Background: an optimization exercise with open tools, aiming at small area, a short achievable clock period and few clock cycles per item. Do not read the settings as production practice. The RTL was checked by simulation tests, not by an equivalence proof against the original design. Power and IR drop assume default switching activity.

v56:
## kh_addr_decode
module kh_addr_decode (
    input  wire        clk,
    input  wire        rst,           
    input  wire        cfg_we,
    input  wire [3:0]  cfg_idx,
    input  wire [63:0] cfg_wdata,
    input  wire        in_valid,
    output reg         in_ready,
    input  wire [51:0] in_addr,
    output reg         out_valid,
    input  wire        out_ready,
    output reg  [6:0]  out_slice,
    output reg  [12:0] out_sf_set,
    output reg  [7:0]  out_hlc_set,
    output reg  [9:0]  out_pred,
    output reg         out_hit,
    output reg  [3:0]  out_region,
    output reg  [3:0]  out_port
);
Settings: LEC_CHECK=0, ABC_AREA=1, CAP_MARGIN=50, CORE_MARGIN=2, CORE_UTILIZATION=60, CTS_BUF_LIST=sky130_fd_sc_hd__clkbuf_16, CTS_CLUSTER_DIAMETER=150, CTS_CLUSTER_SIZE=30, SLEW_MARGIN=50; clock period 105.0 ns.
standard.sh (not shown) runs the stock make flow with config.mk's settings and CLKGATE_MAP_FILE= SYNTH_SCRIPT=/design/flow/synth_recipe.tcl, a recipe that flattens the netlist after the stock synthesis.
==> flow/flow/run.sh <==
#!/bin/bash
set -euo pipefail
rm -rf scripts_mod
cp -r "$FLOW_HOME/scripts" scripts_mod
cp flow/abc_area.script scripts_mod/abc_area.script
export SCRIPTS_DIR="$PWD/scripts_mod"
export BUFFER_PORTS_ARGS="-buffer_cell sky130_fd_sc_hd__buf_1"
bash standard.sh > standard.log 2>&1
==> flow/flow/abc_area.script <==
strash
dch -f
map -a
topo
v56 finished every stage and its layout cleared the timing, DRC and antenna checks.
Testbench counts of v56, summed over its fixed seeds: cycles 16,016, items 16,000.
Changes in v3 relative to v56:
-- flow/config.mk --
<<< v56, line 9
export CAP_MARGIN = 50
>>> v3, line 9
export CAP_MARGIN = 20
<<< v56, line 11
export CORE_UTILIZATION = 60
export CTS_BUF_LIST = sky130_fd_sc_hd__clkbuf_16
export CTS_CLUSTER_DIAMETER = 150
export CTS_CLUSTER_SIZE = 30
export SLEW_MARGIN = 50
>>> v3, line 11
export CORE_UTILIZATION = 75
export CTS_BUF_LIST = sky130_fd_sc_hd__clkbuf_8
export CTS_CLUSTER_DIAMETER = 80
export CTS_CLUSTER_SIZE = 16
export SLEW_MARGIN = 20
==> comparison <==
- v3 drops more vias than v56.
- Of the two values seen for uppermost signal routing layer after detailed routing, met5 was produced by v3 and met4 by v56.
- Summary: internal power of the cells, v3 better than v56
- Compared with v56, v3 shows met1 routed wirelength after detailed routing lower by 13%.
- Flip-flop and latch count: v56 vs v3 identical
- Setup slack: v3 less than v56
- Clock transition at the registers of the reported paths delta (v56 -> v3): insignificant
- Number of antenna cells inserted: v3 vs v56 up 4
- Core util | v3 vs v56 | v3 higher
- On v3: share of power burned in combinational logic is 0.4 points higher than what v56 gave.
- Of v3 and v56, it is v3 that has the higher clock period minus worst slack.
- Against v56, v3 comes in 9.9 points higher on global-route usage.
Relative to v3, the following input files were edited for v17:
-- flow/config.mk --
<<< v3, line 9
export CAP_MARGIN = 20
>>> v17, line 9
export CAP_MARGIN = 50
<<< v3, line 11
export CORE_UTILIZATION = 75
>>> v17, line 11
export CORE_UTILIZATION = 60
<<< v3, line 15
export SLEW_MARGIN = 20
>>> v17, line 15
export SLEW_MARGIN = 50
Internal power of the cells was higher in v17 than in v3. | number of cells traversed by the worst register-to-register path | v17 vs v3 | 2 higher |. Looking at wire length the detailed router placed on met1, v17 sits 14% above v3. [compare] base=v3 new=v17: initial antenna violation count has decreased; horizontal die dimension has increased. In terms of sequential power, v17 and v3 differ only marginally. met5 as the highest metal layer with signal wires was reported by v3, and met4 by v17. Diff v17 and v3: hold slack lower in v17.
Relative to v17, the following input files were edited for v42:
-- flow/config.mk --
<<< v17, line 9
export CAP_MARGIN = 50
>>> v42, line 9
export CAP_MARGIN = 20
<<< v17, line 15
export SLEW_MARGIN = 50
>>> v42, line 15
export SLEW_MARGIN = 20
==> comparison <==
Comparing v17 and v42, the lower area of placed instances was measured on v42. v42 has completed all stages; timing, DRC and antenna checks passed. Taking v17 as the reference, in v42 vertical extent of the die has remained practically unchanged, final critical delay including setup and external delays has increased.
### v42 -> v43
-- flow/flow/run.sh --
<<< v42, line 7
>>> v43, line 7
export SYNTH_ARGS="-noabc"
-- flow/config.mk --
<<< v42, line 9
export CAP_MARGIN = 20
>>> v43, line 9
export CAP_MARGIN = 70
<<< v42, line 15
export SLEW_MARGIN = 20
>>> v43, line 15
export SLEW_MARGIN = 70
[summary]
Total wire length after detailed routing was lower in v43 than in v42. Comparing v42 and v43, the lower net switching fraction of the power is on v43. The higher overall power of the completed layout came out of v42. Run comparison: v43 startpoint of the worst setup timing path out_sf_set[7]$_DFFE_PP_; v42 startpoint of the worst setup timing path cfg_we. The number of distinct library cells after synthesis of v43 is lower than that of v42. For number of nets in the synthesized netlist, dividing the value from v42 by the value from v43 gives 1.07. For the share of layout cells above drive strength 1, v43 came in 4.1 points higher than v42 did. Switching component of the power: lower on v43. Summary — cell area after synthesis, v43 relative to v42: lower, by 2.0%. v42 has higher die width than v43. Of v43 and v42, it is v43 that has the lower number of global-route vias before repair. Fraction of synthesized cell area in xor and xnor cells, v42 and v43, higher one = v43.


kh_addr_decode, a different RTL version from the one above (not shown whole).
Size in the first run: about 48000 µm² of cells after synthesis.
export LEC_CHECK = 0
export ABC_AREA = 1
export CAP_MARGIN = 35
export CORE_MARGIN = 2
export CORE_UTILIZATION = 60
export CTS_BUF_LIST = sky130_fd_sc_hd__clkbuf_8
export CTS_CLUSTER_DIAMETER = 80
export CTS_CLUSTER_SIZE = 16
export SLEW_MARGIN = 35
create_clock -name core_clock -period 105.0 [get_ports {clk}]
==> flow/flow/run.sh <==
#!/bin/bash
# Layout flow: the standard ORFS flow, with these changes:
#  - Yosys's synth skips its generic ABC pass (SYNTH_ARGS=-noabc), so that
#    the adder extraction sees the carry-save trees as written;
#  - the port buffers are sky130_fd_sc_hd__buf_1 cells instead of the
#    delay cells buffer_ports picks on its own.
set -euo pipefail
rm -rf scripts_mod
cp -r "$FLOW_HOME/scripts" scripts_mod
cp flow/abc_area.script scripts_mod/abc_area.script
export SCRIPTS_DIR="$PWD/scripts_mod"
export SYNTH_ARGS="-noabc"
export BUFFER_PORTS_ARGS="-buffer_cell sky130_fd_sc_hd__buf_1"
bash standard.sh > standard.log 2>&1
Scripts as last shown in full above: flow/flow/abc_area.script
Testbench counts at the start, summed over its fixed seeds: cycles 16,016, items 16,000.
Change:
CAP_MARGIN = 50   (was 35)
CORE_UTILIZATION = 50   (was 60)
SLEW_MARGIN = 50   (was 35)
Result:
- die area is higher by about a fifth
- clock skew is lower by 0.013 ns
- maximum frequency is higher slightly
- routed wire length is higher slightly
- total power is lower slightly
- via count is lower slightly
- setup slack gets better by 0.18 ns
- sequential share of layout area is lower by 0.48 points
- clock power is higher by a few percent
- utilization is lower by 11 points
- global-route usage is lower by 4.6 points
Change:
CORE_UTILIZATION = 60   (was 50)
GPL_TIMING_DRIVEN = 0   (was not set)
Outcome: The changed run finished with timing, DRC and antenna clean. Clock skew rose by 0.014 ns. Utilization rose by 12 points. Setup slack improves by 0.057 ns. Area after synthesis does not change. Cell area rose by about 1.6%. Clock-buffer cell count fell by 2.


run 1:
kh_addr_decode again, from the RTL that the note above started with.
clock: 105.0 ns
lec_check: 0
abc_area: 1
cap_margin: 50
core_margin: 2
core_utilization: 60
cts_buf_list: sky130_fd_sc_hd__clkbuf_8
cts_cluster_diameter: 80
cts_cluster_size: 16
place_density: 0.75
slew_margin: 50
Scripts as last shown in full above: flow/flow/run.sh, flow/flow/abc_area.script
Testbench counts of run 1, summed over its fixed seeds: cycles 16,016, items 16,000.
Input changes introduced in run 2 (baseline for comparison: run 1):
- CTS_BUF_LIST: sky130_fd_sc_hd__clkbuf_8 -> sky130_fd_sc_hd__clkbuf_4
- CTS_CLUSTER_DIAMETER: 80 -> 60
- PLACE_DENSITY: 0.75 -> unset
- CTS_CLUSTER_SIZE: 16 -> 10
Notes after the runs:
Comparing run 1 and run 2, the higher length in cells of the worst reg-to-reg path is on run 2. Sort run 1 and run 2 by setup slack of the critical path after layout asc -> top: run 2. Taking run 1 as the reference, in run 2 cell-internal power saw an increase; share of cell area taken by flip-flops and latches has decreased. Run 2 -> run 1: effective utilization at floorplan delta 0, exact match. Delta (run 2 minus run 1): number of buffers added by the clock tree synthesis step higher; number of inserted diodes went up 2; largest net degree at the start of global routing decreased 4.8%; clock power increased by about 3% relative to the old numbers.
For run 3, these inputs were changed with respect to run 2:
- a change of CTS_BUF_LIST from sky130_fd_sc_hd__clkbuf_4 to sky130_fd_sc_hd__clkbuf_8
- a change of CTS_CLUSTER_DIAMETER from 60 to 80
- a change of CTS_CLUSTER_SIZE from 10 to 16
Findings:
The final layout from run 3, which completed every stage, passed the timing, DRC and antenna checks at the end of the flow. In run 3, the part of the cycle the worst path needs came out 0.23 points below the value in run 2. Compared with run 2, in run 3 final routed wirelength across all metal layers decreased 0.70%; final area about even. Re post-placement worst setup slack: no difference whatsoever between run 3 and run 2. The buffer share of cell area of run 2 and that of run 3 are within noise of each other. [run 3] time the worst path needs with I/O delays and setup fell 240 ps relative to run 2. There was hardly any difference in post-synthesis share of cell area spent on full adders, half adders and majority gates between run 2 and run 3. Of run 3 and run 2, the run reporting the higher number of fillers in the final layout was run 2. Setup slack: run 3 more than run 2. The via count of the routed design of run 3 falls short of that of run 2 by 0.99%. Re total power of the final layout: run 3 is 0.0094 mW down on run 2.
## Diff of input files: run 4 against run 3
- CTS_BUF_LIST: sky130_fd_sc_hd__clkbuf_8 -> sky130_fd_sc_hd__clkbuf_4 sky130_fd_sc_hd__clkbuf_8
==> comparison <==
- Run 4 -> run 3: horizontal die dimension delta 0, exact match
- | register fraction of the total cell area | run 4 vs run 3 | ≈ equal |
- Re clock-buffer cell count: run 4 and run 3 aren't equal, and the lower value belongs to run 3.
- The portion of total power attributed to the clock network number comes out higher for run 4 vs run 3.
- Run 4: power density of the placed cells is 0.77% higher than what run 3 reported.
- Compared to run 3, run 4 has first-pass iteration count of the detailed router 1 higher.
- Per the comparison of run 4 with run 3, layout overhead on the synthesized area increased 0.25 points; global-route wire length before repair essentially unchanged.

re-timing with driven ports:
How much do the figures lean on ideal ports? The routed layouts below were timed once more, with nothing changed but the port constraints. Step 1 assumes that a clkbuf_16 drives the clock port and a buf_2 every other input. Step 2 also shifts input and output timing later by t, the mid clock arrival at the registers, as if the neighbouring blocks saw the same clock. Slacks: ideal ports / drivers / drivers and shift; pairs: ideal ports / drivers.
run	t (ns)	setup WS [ns]	hold slack, ns	cell pins on the clock port's net
v56	0.705	82.501 / 82.546 / 81.841	0.532 / 0.532 / 0.532	1
v3	0.803	82.326 / 82.363 / 81.559	0.525 / 0.525 / 0.525	1
v17	0.797	82.612 / 82.558 / 81.857	0.507 / 0.507 / 0.507	1
v42	0.798	82.347 / 82.388 / 81.590	0.519 / 0.519 / 0.519	1
v43	0.792	82.622 / 82.557 / 82.228	0.526 / 0.526 / 0.526	1
the first run of note 2	0.772	82.448 / 82.486 / 81.714	0.481 / 0.481 / 0.481	1
the second run of note 2	0.808	82.624 / 82.558 / 82.029	0.475 / 0.475 / 0.475	1
the third run of note 2	0.788	82.681 / 82.610 / 82.027	0.474 / 0.474 / 0.474	1
run 1	0.786	82.656 / 82.595 / 81.937	0.474 / 0.474 / 0.474	1
run 2	1.052	82.468 / 82.404 / 82.057	0.480 / 0.480 / 0.480	1
run 3	0.766	82.707 / 82.643 / 82.025	0.475 / 0.475 / 0.475	1
run 4	0.766	82.703 / 82.639 / 82.042	0.476 / 0.476 / 0.476	1
After both steps setup and hold are still met in every run listed. For v3, which loses most, drivers alone change the setup slack by +0.037 ns; drivers and shift together by -0.767 ns.
